Background: an optimization exercise with open tools, aiming at small area and few clock cycles per item. Do not read the settings as production practice.
For this run, only the layout was checked, not whether the RTL still works.
Power figures rest on the tool's default switching activity, not on a simulated workload.

--- flow/config.mk ---
export PLATFORM = sky130hd
export DESIGN_NAME = rs_pair_enc
export DESIGN_NICKNAME = rs_pair_enc
export VERILOG_FILES = /design/flow/design.v
export SDC_FILE = /design/flow/constraint.sdc
export NUM_CORES = 4
export LEC_CHECK = 0
export CAP_MARGIN = 20
export CORE_MARGIN = 2
export CORE_UTILIZATION = 70
export SLEW_MARGIN = 20
export SYNTH_HIERARCHICAL = 1
export SYNTH_MINIMUM_KEEP_SIZE = 0
--- flow/constraint.sdc ---
create_clock -name core_clock -period 5.0 [get_ports {clk}]
set_input_delay 1.0000 -clock core_clock [delete_from_list [all_inputs] [get_ports {clk}]]
set_output_delay 1.0000 -clock core_clock [all_outputs]
set_load 0.01 [all_outputs]
--- flow/design.v ---
module rs_pair_enc (
    input  wire       clk,
    input  wire       rst,
    input  wire       in_valid,
    output wire       in_ready,
    input  wire [9:0] in_sym,
    output wire       out_valid,
    input  wire       out_ready,
    output wire [9:0] out_sym,
    output wire       out_last
);
    localparam NMSG = 1040;               
    localparam NSYM = 1088;               
    localparam SEG  = 24;                 
    reg  [10:0]  cnt;                     
    reg  [4:0]   rot;                     
    reg          clr;                     
    reg  [479:0] r;                       
    wire in_msg  = !(cnt[10] && (cnt[5] || cnt[4]));      
    wire last    = cnt[10] && (&cnt[5:0]);                
    wire rot_end = rot[0] && rot[1] && rot[2] && rot[4];                  
    wire idle    = clr || (rot != 0);
    assign in_ready  = !idle && in_msg && out_ready;
    assign out_valid = !idle && (in_msg ? in_valid : 1'b1);
    wire   xfer      = !rst && out_valid && out_ready;
    wire   rot_m     = !rst && !clr && !xfer;       
    wire   step_msg  = xfer && in_msg;              
    wire [9:0] top = r[479:470];
    wire cv_t0;
    rs_xor2 x_cv_t0 (.a(top[0]), .b(top[5]), .y(cv_t0));
    wire cv_t1;
    rs_xor2 x_cv_t1 (.a(top[2]), .b(top[7]), .y(cv_t1));
    wire cv_t2;
    rs_xor2 x_cv_t2 (.a(top[3]), .b(top[7]), .y(cv_t2));
    wire cv_t3;
    rs_xor2 x_cv_t3 (.a(top[3]), .b(top[4]), .y(cv_t3));
    wire cv_t4;
    rs_xor2 x_cv_t4 (.a(top[0]), .b(cv_t3), .y(cv_t4));
    wire cv_t5;
    rs_xor2 x_cv_t5 (.a(top[2]), .b(top[4]), .y(cv_t5));
    wire cv_t6;
    rs_xor2 x_cv_t6 (.a(cv_t5), .b(cv_t0), .y(cv_t6));
    wire cv_t7;
    rs_xor2 x_cv_t7 (.a(top[9]), .b(cv_t2), .y(cv_t7));
    wire cv_t8;
    rs_xor2 x_cv_t8 (.a(cv_t0), .b(cv_t7), .y(cv_t8));
    wire cv_t9;
    rs_xor2 x_cv_t9 (.a(top[0]), .b(top[8]), .y(cv_t9));
    wire cv_t10;
    rs_xor2 x_cv_t10 (.a(cv_t9), .b(cv_t7), .y(cv_t10));
    wire cv_t11;
    rs_xor2 x_cv_t11 (.a(top[1]), .b(top[2]), .y(cv_t11));
    wire cv_t12;
    rs_xor2 x_cv_t12 (.a(top[5]), .b(cv_t3), .y(cv_t12));
    wire cv_t13;
    rs_xor2 x_cv_t13 (.a(cv_t11), .b(cv_t12), .y(cv_t13));
    wire cv_t14;
    rs_xor2 x_cv_t14 (.a(top[2]), .b(top[9]), .y(cv_t14));
    wire cv_t15;
    rs_xor2 x_cv_t15 (.a(cv_t12), .b(cv_t14), .y(cv_t15));
    wire cv_t16;
    rs_xor2 x_cv_t16 (.a(top[6]), .b(cv_t11), .y(cv_t16));
    wire cv_t17;
    rs_xor2 x_cv_t17 (.a(cv_t12), .b(cv_t16), .y(cv_t17));
    wire [9:0] top_std = {cv_t8, cv_t15, cv_t1, cv_t6, cv_t2, cv_t13, cv_t4, cv_t0, cv_t17, cv_t10};
    assign out_sym  = in_msg ? in_sym : top_std;
    assign out_last = last;
    wire [9:0] fb = (in_sym ^ top_std) & {10{step_msg}};
    wire pm_t0;
    rs_xor2 x_pm_t0 (.a(fb[2]), .b(fb[3]), .y(pm_t0));
    wire pm_t1;
    rs_xor2 x_pm_t1 (.a(fb[0]), .b(fb[4]), .y(pm_t1));
    wire pm_t2;
    rs_xor2 x_pm_t2 (.a(fb[2]), .b(fb[6]), .y(pm_t2));
    wire pm_t3;
    rs_xor2 x_pm_t3 (.a(fb[5]), .b(fb[7]), .y(pm_t3));
    wire pm_t4;
    rs_xor2 x_pm_t4 (.a(pm_t0), .b(fb[4]), .y(pm_t4));
    wire pm_t5;
    rs_xor2 x_pm_t5 (.a(fb[3]), .b(pm_t2), .y(pm_t5));
    wire pm_t6;
    rs_xor2 x_pm_t6 (.a(pm_t1), .b(fb[6]), .y(pm_t6));
    wire pm_t7;
    rs_xor2 x_pm_t7 (.a(fb[4]), .b(pm_t2), .y(pm_t7));
    wire pm_t8;
    rs_xor2 x_pm_t8 (.a(fb[2]), .b(pm_t3), .y(pm_t8));
    wire pm_t9;
    rs_xor2 x_pm_t9 (.a(fb[6]), .b(pm_t3), .y(pm_t9));
    wire pm_t10;
    rs_xor2 x_pm_t10 (.a(pm_t2), .b(fb[8]), .y(pm_t10));
    wire pm_t11;
    rs_xor2 x_pm_t11 (.a(pm_t5), .b(fb[9]), .y(pm_t11));
    wire pm_t12;
    rs_xor2 x_pm_t12 (.a(pm_t0), .b(pm_t7), .y(pm_t12));
    wire pm_t13;
    rs_xor2 x_pm_t13 (.a(pm_t0), .b(pm_t6), .y(pm_t13));
    wire pm_t14;
    rs_xor2 x_pm_t14 (.a(pm_t8), .b(fb[9]), .y(pm_t14));
    wire pm_t15;
    rs_xor2 x_pm_t15 (.a(fb[0]), .b(pm_t8), .y(pm_t15));
    wire pm_t16;
    rs_xor2 x_pm_t16 (.a(pm_t4), .b(pm_t3), .y(pm_t16));
    wire pm_t17;
    rs_xor2 x_pm_t17 (.a(fb[1]), .b(pm_t9), .y(pm_t17));
    wire pm_t18;
    rs_xor2 x_pm_t18 (.a(pm_t1), .b(pm_t9), .y(pm_t18));
    wire pm_t19;
    rs_xor2 x_pm_t19 (.a(fb[3]), .b(pm_t10), .y(pm_t19));
    wire pm_t20;
    rs_xor2 x_pm_t20 (.a(pm_t6), .b(fb[8]), .y(pm_t20));
    wire pm_t21;
    rs_xor2 x_pm_t21 (.a(fb[4]), .b(pm_t10), .y(pm_t21));
    wire pm_t22;
    rs_xor2 x_pm_t22 (.a(pm_t3), .b(pm_t10), .y(pm_t22));
    wire pm_t23;
    rs_xor2 x_pm_t23 (.a(pm_t12), .b(pm_t11), .y(pm_t23));
    wire pm_t24;
    rs_xor2 x_pm_t24 (.a(fb[7]), .b(pm_t15), .y(pm_t24));
    wire pm_t25;
    rs_xor2 x_pm_t25 (.a(fb[4]), .b(pm_t11), .y(pm_t25));
    wire pm_t26;
    rs_xor2 x_pm_t26 (.a(pm_t16), .b(pm_t17), .y(pm_t26));
    wire pm_t27;
    rs_xor2 x_pm_t27 (.a(pm_t1), .b(pm_t11), .y(pm_t27));
    wire pm_t28;
    rs_xor2 x_pm_t28 (.a(fb[1]), .b(pm_t14), .y(pm_t28));
    wire pm_t29;
    rs_xor2 x_pm_t29 (.a(fb[0]), .b(pm_t14), .y(pm_t29));
    wire pm_t30;
    rs_xor2 x_pm_t30 (.a(pm_t17), .b(pm_t11), .y(pm_t30));
    wire pm_t31;
    rs_xor2 x_pm_t31 (.a(pm_t5), .b(pm_t17), .y(pm_t31));
    wire pm_t32;
    rs_xor2 x_pm_t32 (.a(fb[3]), .b(pm_t17), .y(pm_t32));
    wire pm_t33;
    rs_xor2 x_pm_t33 (.a(pm_t4), .b(pm_t18), .y(pm_t33));
    wire pm_t34;
    rs_xor2 x_pm_t34 (.a(pm_t6), .b(pm_t14), .y(pm_t34));
    wire pm_t35;
    rs_xor2 x_pm_t35 (.a(pm_t2), .b(pm_t16), .y(pm_t35));
    wire pm_t36;
    rs_xor2 x_pm_t36 (.a(fb[3]), .b(pm_t18), .y(pm_t36));
    wire pm_t37;
    rs_xor2 x_pm_t37 (.a(pm_t0), .b(pm_t18), .y(pm_t37));
    wire pm_t38;
    rs_xor2 x_pm_t38 (.a(pm_t13), .b(pm_t10), .y(pm_t38));
    wire pm_t39;
    rs_xor2 x_pm_t39 (.a(fb[4]), .b(pm_t20), .y(pm_t39));
    wire pm_t40;
    rs_xor2 x_pm_t40 (.a(fb[0]), .b(pm_t19), .y(pm_t40));
    wire pm_t41;
    rs_xor2 x_pm_t41 (.a(pm_t20), .b(fb[9]), .y(pm_t41));
    wire pm_t42;
    rs_xor2 x_pm_t42 (.a(fb[3]), .b(pm_t20), .y(pm_t42));
    wire pm_t43;
    rs_xor2 x_pm_t43 (.a(fb[5]), .b(pm_t21), .y(pm_t43));
    wire pm_t44;
    rs_xor2 x_pm_t44 (.a(pm_t17), .b(pm_t20), .y(pm_t44));
    wire pm_t45;
    rs_xor2 x_pm_t45 (.a(pm_t6), .b(pm_t22), .y(pm_t45));
    wire pm_t46;
    rs_xor2 x_pm_t46 (.a(pm_t13), .b(pm_t22), .y(pm_t46));
    wire pm_t47;
    rs_xor2 x_pm_t47 (.a(pm_t12), .b(pm_t22), .y(pm_t47));
    wire pm_t48;
    rs_xor2 x_pm_t48 (.a(pm_t22), .b(fb[9]), .y(pm_t48));
    wire pm_t49;
    rs_xor2 x_pm_t49 (.a(pm_t1), .b(pm_t22), .y(pm_t49));
    wire pm_t50;
    rs_xor2 x_pm_t50 (.a(fb[1]), .b(fb[5]), .y(pm_t50));
    wire pm_t51;
    rs_xor2 x_pm_t51 (.a(pm_t0), .b(pm_t50), .y(pm_t51));
    wire pm_t52;
    rs_xor2 x_pm_t52 (.a(pm_t1), .b(pm_t50), .y(pm_t52));
    wire pm_t53;
    rs_xor2 x_pm_t53 (.a(fb[2]), .b(pm_t52), .y(pm_t53));
    wire pm_t54;
    rs_xor2 x_pm_t54 (.a(fb[3]), .b(pm_t52), .y(pm_t54));
    wire pm_t55;
    rs_xor2 x_pm_t55 (.a(pm_t0), .b(pm_t52), .y(pm_t55));
    wire pm_t56;
    rs_xor2 x_pm_t56 (.a(pm_t51), .b(pm_t2), .y(pm_t56));
    wire pm_t57;
    rs_xor2 x_pm_t57 (.a(pm_t50), .b(pm_t6), .y(pm_t57));
    wire pm_t58;
    rs_xor2 x_pm_t58 (.a(pm_t52), .b(pm_t2), .y(pm_t58));
    wire pm_t59;
    rs_xor2 x_pm_t59 (.a(pm_t50), .b(pm_t8), .y(pm_t59));
    wire pm_t60;
    rs_xor2 x_pm_t60 (.a(pm_t52), .b(pm_t9), .y(pm_t60));
    wire pm_t61;
    rs_xor2 x_pm_t61 (.a(pm_t50), .b(pm_t10), .y(pm_t61));
    wire pm_t62;
    rs_xor2 x_pm_t62 (.a(fb[4]), .b(pm_t54), .y(pm_t62));
    wire pm_t63;
    rs_xor2 x_pm_t63 (.a(pm_t50), .b(pm_t11), .y(pm_t63));
    wire pm_t64;
    rs_xor2 x_pm_t64 (.a(pm_t52), .b(pm_t11), .y(pm_t64));
    wire pm_t65;
    rs_xor2 x_pm_t65 (.a(fb[0]), .b(pm_t59), .y(pm_t65));
    wire pm_t66;
    rs_xor2 x_pm_t66 (.a(pm_t53), .b(pm_t14), .y(pm_t66));
    wire pm_t67;
    rs_xor2 x_pm_t67 (.a(pm_t52), .b(pm_t14), .y(pm_t67));
    wire pm_t68;
    rs_xor2 x_pm_t68 (.a(pm_t54), .b(pm_t3), .y(pm_t68));
    wire pm_t69;
    rs_xor2 x_pm_t69 (.a(pm_t50), .b(pm_t16), .y(pm_t69));
    wire pm_t70;
    rs_xor2 x_pm_t70 (.a(fb[3]), .b(pm_t60), .y(pm_t70));
    wire pm_t71;
    rs_xor2 x_pm_t71 (.a(pm_t58), .b(pm_t21), .y(pm_t71));
    wire pm_t72;
    rs_xor2 x_pm_t72 (.a(pm_t5), .b(pm_t61), .y(pm_t72));
    wire pm_t73;
    rs_xor2 x_pm_t73 (.a(pm_t12), .b(pm_t61), .y(pm_t73));
    wire pm_t74;
    rs_xor2 x_pm_t74 (.a(pm_t53), .b(pm_t21), .y(pm_t74));
    wire pm_t75;
    rs_xor2 x_pm_t75 (.a(pm_t54), .b(pm_t21), .y(pm_t75));
    wire pm_t76;
    rs_xor2 x_pm_t76 (.a(pm_t50), .b(pm_t20), .y(pm_t76));
    wire pm_t77;
    rs_xor2 x_pm_t77 (.a(pm_t4), .b(pm_t61), .y(pm_t77));
    wire pm_t78;
    rs_xor2 x_pm_t78 (.a(pm_t18), .b(pm_t61), .y(pm_t78));
    wire pm_t79;
    rs_xor2 x_pm_t79 (.a(pm_t61), .b(pm_t14), .y(pm_t79));
    wire pm_t80;
    rs_xor2 x_pm_t80 (.a(pm_t3), .b(pm_t61), .y(pm_t80));
    wire pm_t81;
    rs_xor2 x_pm_t81 (.a(fb[0]), .b(fb[1]), .y(pm_t81));
    wire pm_t82;
    rs_xor2 x_pm_t82 (.a(pm_t81), .b(fb[9]), .y(pm_t82));
    wire pm_t83;
    rs_xor2 x_pm_t83 (.a(pm_t81), .b(fb[2]), .y(pm_t83));
    wire pm_t84;
    rs_xor2 x_pm_t84 (.a(pm_t81), .b(fb[6]), .y(pm_t84));
    wire pm_t85;
    rs_xor2 x_pm_t85 (.a(pm_t81), .b(fb[8]), .y(pm_t85));
    wire pm_t86;
    rs_xor2 x_pm_t86 (.a(pm_t4), .b(pm_t82), .y(pm_t86));
    wire pm_t87;
    rs_xor2 x_pm_t87 (.a(pm_t51), .b(pm_t82), .y(pm_t87));
    wire pm_t88;
    rs_xor2 x_pm_t88 (.a(fb[6]), .b(pm_t82), .y(pm_t88));
    wire pm_t89;
    rs_xor2 x_pm_t89 (.a(pm_t2), .b(pm_t82), .y(pm_t89));
    wire pm_t90;
    rs_xor2 x_pm_t90 (.a(fb[3]), .b(pm_t84), .y(pm_t90));
    wire pm_t91;
    rs_xor2 x_pm_t91 (.a(pm_t0), .b(pm_t84), .y(pm_t91));
    wire pm_t92;
    rs_xor2 x_pm_t92 (.a(pm_t1), .b(pm_t84), .y(pm_t92));
    wire pm_t93;
    rs_xor2 x_pm_t93 (.a(pm_t8), .b(pm_t82), .y(pm_t93));
    wire pm_t94;
    rs_xor2 x_pm_t94 (.a(fb[8]), .b(pm_t82), .y(pm_t94));
    wire pm_t95;
    rs_xor2 x_pm_t95 (.a(fb[2]), .b(pm_t86), .y(pm_t95));
    wire pm_t96;
    rs_xor2 x_pm_t96 (.a(fb[0]), .b(pm_t86), .y(pm_t96));
    wire pm_t97;
    rs_xor2 x_pm_t97 (.a(fb[7]), .b(pm_t93), .y(pm_t97));
    wire pm_t98;
    rs_xor2 x_pm_t98 (.a(fb[2]), .b(pm_t87), .y(pm_t98));
    wire pm_t99;
    rs_xor2 x_pm_t99 (.a(pm_t81), .b(pm_t54), .y(pm_t99));
    wire pm_t100;
    rs_xor2 x_pm_t100 (.a(pm_t2), .b(pm_t86), .y(pm_t100));
    wire pm_t101;
    rs_xor2 x_pm_t101 (.a(pm_t50), .b(pm_t90), .y(pm_t101));
    wire pm_t102;
    rs_xor2 x_pm_t102 (.a(pm_t54), .b(pm_t88), .y(pm_t102));
    wire pm_t103;
    rs_xor2 x_pm_t103 (.a(pm_t50), .b(pm_t93), .y(pm_t103));
    wire pm_t104;
    rs_xor2 x_pm_t104 (.a(pm_t8), .b(pm_t87), .y(pm_t104));
    wire pm_t105;
    rs_xor2 x_pm_t105 (.a(pm_t90), .b(pm_t60), .y(pm_t105));
    wire pm_t106;
    rs_xor2 x_pm_t106 (.a(pm_t90), .b(pm_t9), .y(pm_t106));
    wire pm_t107;
    rs_xor2 x_pm_t107 (.a(fb[3]), .b(pm_t93), .y(pm_t107));
    wire pm_t108;
    rs_xor2 x_pm_t108 (.a(fb[7]), .b(pm_t89), .y(pm_t108));
    wire pm_t109;
    rs_xor2 x_pm_t109 (.a(pm_t9), .b(pm_t87), .y(pm_t109));
    wire pm_t110;
    rs_xor2 x_pm_t110 (.a(pm_t84), .b(pm_t21), .y(pm_t110));
    wire pm_t111;
    rs_xor2 x_pm_t111 (.a(fb[8]), .b(pm_t87), .y(pm_t111));
    wire pm_t112;
    rs_xor2 x_pm_t112 (.a(pm_t52), .b(pm_t94), .y(pm_t112));
    wire pm_t113;
    rs_xor2 x_pm_t113 (.a(pm_t55), .b(pm_t85), .y(pm_t113));
    wire pm_t114;
    rs_xor2 x_pm_t114 (.a(pm_t55), .b(pm_t94), .y(pm_t114));
    wire pm_t115;
    rs_xor2 x_pm_t115 (.a(pm_t83), .b(pm_t19), .y(pm_t115));
    wire pm_t116;
    rs_xor2 x_pm_t116 (.a(pm_t6), .b(pm_t94), .y(pm_t116));
    wire pm_t117;
    rs_xor2 x_pm_t117 (.a(pm_t10), .b(pm_t87), .y(pm_t117));
    wire pm_t118;
    rs_xor2 x_pm_t118 (.a(pm_t56), .b(pm_t85), .y(pm_t118));
    wire pm_t119;
    rs_xor2 x_pm_t119 (.a(pm_t20), .b(pm_t87), .y(pm_t119));
    wire pm_t120;
    rs_xor2 x_pm_t120 (.a(pm_t91), .b(pm_t22), .y(pm_t120));
    wire pm_t121;
    rs_xor2 x_pm_t121 (.a(pm_t16), .b(pm_t85), .y(pm_t121));
    wire pm_t122;
    rs_xor2 x_pm_t122 (.a(pm_t9), .b(pm_t94), .y(pm_t122));
    wire pm_t123;
    rs_xor2 x_pm_t123 (.a(pm_t81), .b(pm_t22), .y(pm_t123));
    wire pm_t124;
    rs_xor2 x_pm_t124 (.a(pm_t22), .b(pm_t86), .y(pm_t124));
    wire pm_t125;
    rs_xor2 x_pm_t125 (.a(fb[0]), .b(fb[9]), .y(pm_t125));
    wire pm_t126;
    rs_xor2 x_pm_t126 (.a(fb[3]), .b(pm_t125), .y(pm_t126));
    wire pm_t127;
    rs_xor2 x_pm_t127 (.a(fb[7]), .b(pm_t125), .y(pm_t127));
    wire pm_t128;
    rs_xor2 x_pm_t128 (.a(pm_t52), .b(pm_t125), .y(pm_t128));
    wire pm_t129;
    rs_xor2 x_pm_t129 (.a(pm_t4), .b(pm_t127), .y(pm_t129));
    wire pm_t130;
    rs_xor2 x_pm_t130 (.a(pm_t10), .b(pm_t125), .y(pm_t130));
    wire pm_t131;
    rs_xor2 x_pm_t131 (.a(pm_t10), .b(pm_t126), .y(pm_t131));
    wire pm_t132;
    rs_xor2 x_pm_t132 (.a(pm_t12), .b(pm_t125), .y(pm_t132));
    wire pm_t133;
    rs_xor2 x_pm_t133 (.a(fb[9]), .b(pm_t129), .y(pm_t133));
    wire pm_t134;
    rs_xor2 x_pm_t134 (.a(pm_t53), .b(pm_t129), .y(pm_t134));
    wire pm_t135;
    rs_xor2 x_pm_t135 (.a(pm_t13), .b(pm_t129), .y(pm_t135));
    wire pm_t136;
    rs_xor2 x_pm_t136 (.a(pm_t84), .b(pm_t129), .y(pm_t136));
    wire pm_t137;
    rs_xor2 x_pm_t137 (.a(pm_t89), .b(pm_t131), .y(pm_t137));
    wire pm_t138;
    rs_xor2 x_pm_t138 (.a(pm_t7), .b(pm_t131), .y(pm_t138));
    wire pm_t139;
    rs_xor2 x_pm_t139 (.a(fb[8]), .b(pm_t128), .y(pm_t139));
    wire pm_t140;
    rs_xor2 x_pm_t140 (.a(pm_t57), .b(pm_t130), .y(pm_t140));
    wire pm_t141;
    rs_xor2 x_pm_t141 (.a(pm_t86), .b(pm_t130), .y(pm_t141));
    wire pm_t142;
    rs_xor2 x_pm_t142 (.a(pm_t20), .b(pm_t128), .y(pm_t142));
    wire pm_t143;
    rs_xor2 x_pm_t143 (.a(pm_t53), .b(pm_t131), .y(pm_t143));
    wire pm_t144;
    rs_xor2 x_pm_t144 (.a(pm_t59), .b(pm_t130), .y(pm_t144));
    wire pm_t145;
    rs_xor2 x_pm_t145 (.a(pm_t22), .b(pm_t128), .y(pm_t145));
    wire pm_t146;
    rs_xor2 x_pm_t146 (.a(pm_t85), .b(pm_t127), .y(pm_t146));
    wire pm_t147;
    rs_xor2 x_pm_t147 (.a(pm_t3), .b(pm_t146), .y(pm_t147));
    wire pm_t148;
    rs_xor2 x_pm_t148 (.a(pm_t1), .b(pm_t146), .y(pm_t148));
    wire pm_t149;
    rs_xor2 x_pm_t149 (.a(pm_t54), .b(pm_t146), .y(pm_t149));
    wire pm_t150;
    rs_xor2 x_pm_t150 (.a(pm_t55), .b(pm_t146), .y(pm_t150));
    wire pm_t151;
    rs_xor2 x_pm_t151 (.a(pm_t11), .b(pm_t146), .y(pm_t151));
    wire pm_t152;
    rs_xor2 x_pm_t152 (.a(fb[7]), .b(pm_t4), .y(pm_t152));
    wire pm_t153;
    rs_xor2 x_pm_t153 (.a(pm_t152), .b(pm_t87), .y(pm_t153));
    wire pm_t154;
    rs_xor2 x_pm_t154 (.a(pm_t7), .b(pm_t152), .y(pm_t154));
    wire pm_t155;
    rs_xor2 x_pm_t155 (.a(pm_t152), .b(pm_t89), .y(pm_t155));
    wire pm_t156;
    rs_xor2 x_pm_t156 (.a(pm_t152), .b(pm_t21), .y(pm_t156));
    wire pm_t157;
    rs_xor2 x_pm_t157 (.a(fb[1]), .b(pm_t7), .y(pm_t157));
    wire pm_t158;
    rs_xor2 x_pm_t158 (.a(pm_t157), .b(pm_t128), .y(pm_t158));
    wire pm_t159;
    rs_xor2 x_pm_t159 (.a(pm_t157), .b(pm_t131), .y(pm_t159));
    wire pm_t160;
    rs_xor2 x_pm_t160 (.a(pm_t157), .b(pm_t146), .y(pm_t160));
    wire pm_t161;
    rs_xor2 x_pm_t161 (.a(fb[1]), .b(fb[6]), .y(pm_t161));
    wire pm_t162;
    rs_xor2 x_pm_t162 (.a(pm_t161), .b(pm_t93), .y(pm_t162));
    wire pm_t163;
    rs_xor2 x_pm_t163 (.a(pm_t161), .b(pm_t146), .y(pm_t163));
    wire pm_t164;
    rs_xor2 x_pm_t164 (.a(fb[8]), .b(pm_t0), .y(pm_t164));
    wire pm_t165;
    rs_xor2 x_pm_t165 (.a(fb[5]), .b(pm_t164), .y(pm_t165));
    wire pm_t166;
    rs_xor2 x_pm_t166 (.a(pm_t164), .b(pm_t127), .y(pm_t166));
    wire pm_t167;
    rs_xor2 x_pm_t167 (.a(fb[0]), .b(pm_t166), .y(pm_t167));
    wire pm_t168;
    rs_xor2 x_pm_t168 (.a(pm_t52), .b(pm_t166), .y(pm_t168));
    wire pm_t169;
    rs_xor2 x_pm_t169 (.a(pm_t3), .b(pm_t7), .y(pm_t169));
    wire pm_t170;
    rs_xor2 x_pm_t170 (.a(pm_t169), .b(fb[9]), .y(pm_t170));
    wire pm_t171;
    rs_xor2 x_pm_t171 (.a(pm_t169), .b(pm_t85), .y(pm_t171));
    wire pm_t172;
    rs_xor2 x_pm_t172 (.a(fb[3]), .b(fb[9]), .y(pm_t172));
    wire pm_t173;
    rs_xor2 x_pm_t173 (.a(pm_t61), .b(pm_t172), .y(pm_t173));
    wire pm_t174;
    rs_xor2 x_pm_t174 (.a(fb[2]), .b(fb[8]), .y(pm_t174));
    wire pm_t175;
    rs_xor2 x_pm_t175 (.a(pm_t152), .b(pm_t174), .y(pm_t175));
    wire [239:0] p = {pm_t2, pm_t27, pm_t34, fb[1], pm_t129, pm_t33, pm_t18, pm_t162, pm_t61, pm_t133, pm_t58, pm_t22, pm_t128, pm_t82, pm_t43, pm_t3, pm_t45, pm_t51, pm_t167, pm_t170, pm_t63, pm_t99, pm_t6, pm_t85, fb[7], pm_t59, pm_t110, pm_t115, pm_t36, pm_t163, pm_t63, pm_t99, pm_t6, pm_t85, fb[7], pm_t59, pm_t110, pm_t115, pm_t36, pm_t163, pm_t170, pm_t110, pm_t30, pm_t128, pm_t29, pm_t7, pm_t89, pm_t137, pm_t156, pm_t98, pm_t167, pm_t69, pm_t20, pm_t96, pm_t91, pm_t19, pm_t32, pm_t150, pm_t104, pm_t156, pm_t54, pm_t128, pm_t52, pm_t5, pm_t160, pm_t4, pm_t46, pm_t95, pm_t107, pm_t108, pm_t55, pm_t53, pm_t74, pm_t97, pm_t8, pm_t102, pm_t14, pm_t64, pm_t22, pm_t111, pm_t128, pm_t35, pm_t149, pm_t145, pm_t100, pm_t105, pm_t9, pm_t136, pm_t20, pm_t30, pm_t49, pm_t140, pm_t130, pm_t88, pm_t3, pm_t93, pm_t92, pm_t138, pm_t108, pm_t112, pm_t68, pm_t31, pm_t106, pm_t120, pm_t36, pm_t90, pm_t78, pm_t12, pm_t122, pm_t66, pm_t159, pm_t168, pm_t26, pm_t148, pm_t124, pm_t139, pm_t129, pm_t41, pm_t158, pm_t86, pm_t85, pm_t122, pm_t101, pm_t126, pm_t60, pm_t166, pm_t35, pm_t87, pm_t144, pm_t6, pm_t121, pm_t123, pm_t16, pm_t116, pm_t154, pm_t40, pm_t109, pm_t77, pm_t137, pm_t4, pm_t150, pm_t24, pm_t73, pm_t72, pm_t96, pm_t52, fb[5], pm_t10, pm_t80, pm_t21, pm_t1, pm_t67, pm_t150, fb[9], pm_t93, pm_t54, pm_t114, pm_t46, pm_t132, pm_t97, pm_t46, pm_t9, pm_t10, pm_t0, fb[9], pm_t95, pm_t26, pm_t165, pm_t48, pm_t94, pm_t76, pm_t127, pm_t171, pm_t151, pm_t44, pm_t17, pm_t38, pm_t11, pm_t57, pm_t135, fb[9], pm_t135, pm_t72, pm_t131, pm_t173, pm_t5, pm_t142, pm_t0, pm_t118, pm_t150, pm_t56, pm_t37, pm_t62, pm_t24, pm_t69, pm_t30, pm_t118, pm_t71, pm_t155, pm_t78, pm_t84, pm_t155, pm_t42, pm_t80, pm_t104, pm_t147, pm_t15, pm_t134, pm_t141, pm_t35, pm_t168, pm_t28, pm_t79, pm_t103, pm_t77, pm_t175, pm_t117, pm_t75, pm_t153, pm_t70, pm_t13, pm_t39, pm_t47, pm_t91, pm_t83, pm_t65, pm_t112, pm_t167, pm_t143, pm_t23, pm_t113, pm_t160, pm_t137, pm_t51, pm_t58, pm_t49, pm_t25, pm_t92, pm_t97, pm_t119};
    wire [479:0] d;
    genvar k;
    generate
        for (k = 0; k < 48; k = k + 1) begin : stage
            if (k == 0) begin : first
                assign d[9:0] = (r[10*SEG-1 -: 10] & {10{rot_m}}) | p[9:0];
            end else if (k % SEG == 0) begin : bottom
                wire [9:0] sel = (r[10*k-1 -: 10] & {10{xfer}}) | (r[10*(k+SEG)-1 -: 10] & {10{rot_m}});
                rs_xor2 #(10) x (.a(sel), .b(p[5*k +: 10]), .y(d[10*k +: 10]));
            end else if (k % 2 == 0) begin : tap
                rs_xor2 #(10) x (.a(r[10*k-1 -: 10]), .b(p[5*k +: 10]), .y(d[10*k +: 10]));
            end else begin : plain
                assign d[10*k +: 10] = r[10*k-1 -: 10];
            end
        end
    endgenerate
    always @(posedge clk) begin
        r <= d;
        if (rst) begin
            cnt <= 11'd0;
            clr <= 1'b1;
            rot <= 1;
        end else begin
            if (idle)
                rot <= rot_end ? 0 : rot + 1;
            else if (!xfer)
                rot <= 1;
            if (rot_end)
                clr <= 1'b0;
            if (xfer)
                cnt <= last ? 11'd0 : cnt + 11'd1;
        end
    end
endmodule
module rs_xor2 #(parameter W = 1) (
    input  wire [W-1:0] a,
    input  wire [W-1:0] b,
    output wire [W-1:0] y
);
    assign y = a ^ b;
endmodule
--- flow/flow/run.sh ---
#!/bin/bash
# Own flow: the standard layout (standard.sh), with
# - the ports buffered with the smallest buffer,
# - the clock tree built without dummy loads, from clkbuf_8 leaf clusters.
set -euo pipefail
export BUFFER_PORTS_ARGS="-buffer_cell sky130_fd_sc_hd__buf_1"
export CTS_ARGS="-sink_clustering_enable -repair_clock_nets -dont_use_dummy_load -buf_list {sky130_fd_sc_hd__clkbuf_8} -sink_clustering_size 20 -sink_clustering_max_diameter 50"
bash standard.sh > flow_make.log 2>&1
--- flow/standard.sh ---
#!/bin/bash
# synth_recipe.tcl (not shown) runs the flow's synth.tcl, then flattens the netlist and writes it again
# the make line also repeats each setting of config.mk as NAME=value (left out here)
make -C /OpenROAD-flow-scripts/flow DESIGN_CONFIG=/design/flow/config.mk WORK_HOME=/design/flow/orfs CLKGATE_MAP_FILE= SYNTH_SCRIPT=/design/flow/synth_recipe.tcl "${@:-finish}"
==> summary.txt <==
final cells by class:
class / count / area [um2] / share of cell area (%)
well taps: 270 / 337.8 / 2.107
clock buffers: 37 / 509.2 / 3.176
inverters: 7 / 26.28 / 0.1639
flip-flops and latches: 497 / 9950 / 62.05
repair buffers: 87 / 555.5 / 3.464
multi-input cells: 570 / 4657 / 29.04
layout by cell type, fill, tap and decap left out, types with 11 or more instances in the layout:
master	count
nor2_1	14
a21oi_1	12
dfxtp_1	497
xor2_1	425
buf_1	26
clkbuf_8	37
nand2_1	34
buf_4	61
a21o_1	11
Yosys stat by module, one instance, submodules excluded, excerpt:
module	area [um2]	cells	times used
rs_pair_enc	10960	661	1
rs_xor2	8.758	1	194
worst max-delay path, stage by stage (launching register included):
cell     delay [ps]
dfxtp_1         490
xor2_1          270
xor2_1          370
xor2_1          250
xnor2_1         150
nor2_1          440
xor2_1          300
buf_4           320
xor2_1          630
xor2_1          210
buf_4           250
xor2_1          410
xor2_1          230
routing by layer:
| layer | vias to the layer above | part of all wire, % | global-route usage [%] |
|---|---|---|---|
| li1 | 3600 | - | - |
| met1 | 3606 | 47 | 40.04 |
| met2 | 208 | 46 | 45.44 |
| met3 | 53 | 5.0 | 4.006 |
| met4 | 0 | 2.6 | 7.857 |
| met5 | - | 0 | 0 |
state kept, by name (all words and copies together), names as in the netlist:
register / flops
rot: 5
clr: 1
r: 480
cnt: 11
worst max path at each step:
stage	depth (start not counted)	end	start
after floorplan	9	r[408]	rst
after global placement	11	r[65]	in_valid
after detailed placement	11	r[361]	in_valid
after CTS	12	r[361]	r[473]
after global routing	13	r[361]	rot[0]
final	12	r[361]	r[473]
per-stage QoR:
step                      hold WS, ps  total power [mW]  instances  util, %  instance area, um2
final                           249.8             5.782       1468    78.49               16040
after global routing            244.6             5.959       1468    78.49               16040
after CTS                       252.3             5.817       1468    78.49               16040
after detailed placement        312.1             4.092       1431    76.00               15530
after global placement          309.6             4.090       1431    76.00               15530
after floorplan                 309.6             4.077       1085        -               14680
power by group through the flow:
stage / Sequential [mW] / Clock [mW] / Combinational, mW
2_1_floorplan: 4.05 / 0 / 0.0235
3_3_place_gp: 4.05 / 0 / 0.0358
3_5_place_dp: 4.05 / 0 / 0.0371
4_1_cts: 3.96 / 1.82 / 0.0375
5_1_grt: 3.97 / 1.95 / 0.0424
6_report: 3.96 / 1.78 / 0.0374
cell families (layout without fill, tap and decap cells):
family	Yosys count	in the layout	share of synthesized area, %
AOI/OAI and AO/OA	50	50	2.524
DFF	497	497	67.80
and+or+nand+nor	80	80	2.763
adders and majority gates	4	4	0.3411
xor gates and xnor gates	436	436	26.02
buffers and inverters	18	131	0.5457
==> flow_summary.ini <==
[run_status]
status = no timing/DRC/antenna violations

[drt]
drt-initial-drc-count = 389
drc = 0
drt-total-wl_um = 30080
vias = 7467
ant_nets = 0
post_drt_via_cell_ratio = 5.087
drt_pass1_iterations = 4
wl_per_cell_um = 20.49

[sta]
skew_ps = 64.85
setup_viol = 0
layout_min_cycle_time_ps = 4405
fin_ws_ps = 594.9
final_hold_viol_count = 0
setup_tns_ps = 0
drv_slew = 0
rsz0062_at_grt = no
max_freq_ghz = 0.2270
tightestPinTransition_ps = 862.9
min_period_over_period_pct = 88.10
relSlewSlack_pct = 42.36

[setup_path]
path_class = register to register
worstRegToRegCells = 12
cp.arrival_ps = 4860
critPathRequiredTime_ps = 5460
rr_startpoint = r[473]
start_kind = register
cp-end-kind = register
crit_fanout = 9
reg2reg_to = r[361]
r2r_slack_ps = 590

[die]
fp.coreArea_um2 = 20430
rows = 52
die_height_um = 148.8
die_x_um = 148.8
num_io_pins = 27
dieArea_um2 = 22140
start_util_pct = 71.83

[clock_network]
ctsHoldBuffers = 0
cts_htree_levels = 2
clkSinkCount = 497
clkTransAtPathRegs_ps = 110
cts_resized = 0
cts_tree = done
root_buffer = clkbuf_8
clock_latency_ps = 550
cts_setup_buffers = 0
cts_buffers = 37
clock_path_buffers = 3

[yosys]
yosys.cell_types.count = 36
ys_warn_count = 7
syn_area_per_cell_um2 = 13.52
synth_most_common_cell = dfxtp_1
async_flop_share_pct = 0
ys_seq_area_share_pct = 67.80
ys_top_cells_by_count = dfxtp_1 (497), xor2_1 (426), nand2_1 (34), nor2_1 (14), a21oi_1 (12)
yosysTopAreaCell = dfxtp_1
yosys.area.top_type_share_pct = 67.80
synth-seq-cells = 497
synth_top_flop_cell = dfxtp_1
synth_edf_count = 0
synthesis.area_um2 = 14670
syn-instance-count = 1085
synth.area.top_cells = dfxtp_1 (68%), xor2_1 (25%), nand2_1 (0.87%)
synthesis.nets = 1103

[placed_design]
post-dp-hpwl_um = 21700
gp_congestion = 0.9088
dp_slack_ps = 374.2
io_buffers = 26

[global_routing]
first_global_vias = 7438
grt_pass1_wl_um = 44840
grt_antenna_before_repair = 1
grt_overflow = 0
grtUsageTotal_pct = 28.09
grt_max_degree = 27

[pwr]
p_leak_nw = 9.082
clkPwrFrac_pct = 30.8
p_int_mw = 4.642
p_switching_mw = 1.140
pwr_density_cell_nw_per_um2 = 360.6
ir_drop_mv = 0.3716
p_comb_share_pct = 0.6
p_seq_share_pct = 68.6
power_switching_share_pct = 19.72

[flow_run]
drv_cap = 0

[min_path]
whs_path_depth = 0
min_path_type = register to register
hold_end = r[332]
worstHoldStart = r[322]

[final_layout]
layout.nets = 1218
nFillCells = 1278
syn_to_final_growth_pct = 9.277
diodes = 0
drive_gt1_share_pct = 8.848

separate check: timing with driven ports:
In the flow no input, the clock included, has a driving cell. The finished layout below was timed again as built, in two steps. Step 1 assumes that a clkbuf_16 drives the clock port and a buf_2 every other input. Step 2 times the ports against the registers' clock, not the clock port: input delays grow and output delays shrink by t, the midpoint of the rising clock arrivals with the driver on. a / b / c = ideal ports / drivers / drivers and shift; a / b = the first two.
shift t [ns]: 0.565
slack for setup (ns): 0.595 / 0.595 / 0.231
worst setup path after step 2: input to register
worst slew at a driven data input, ns: 0.03
pins driven straight from the clock port: 1
After both steps this run still meets setup and hold. The setup slack of this run moves by 0.000 ns with the drivers and by -0.364 ns with both steps.
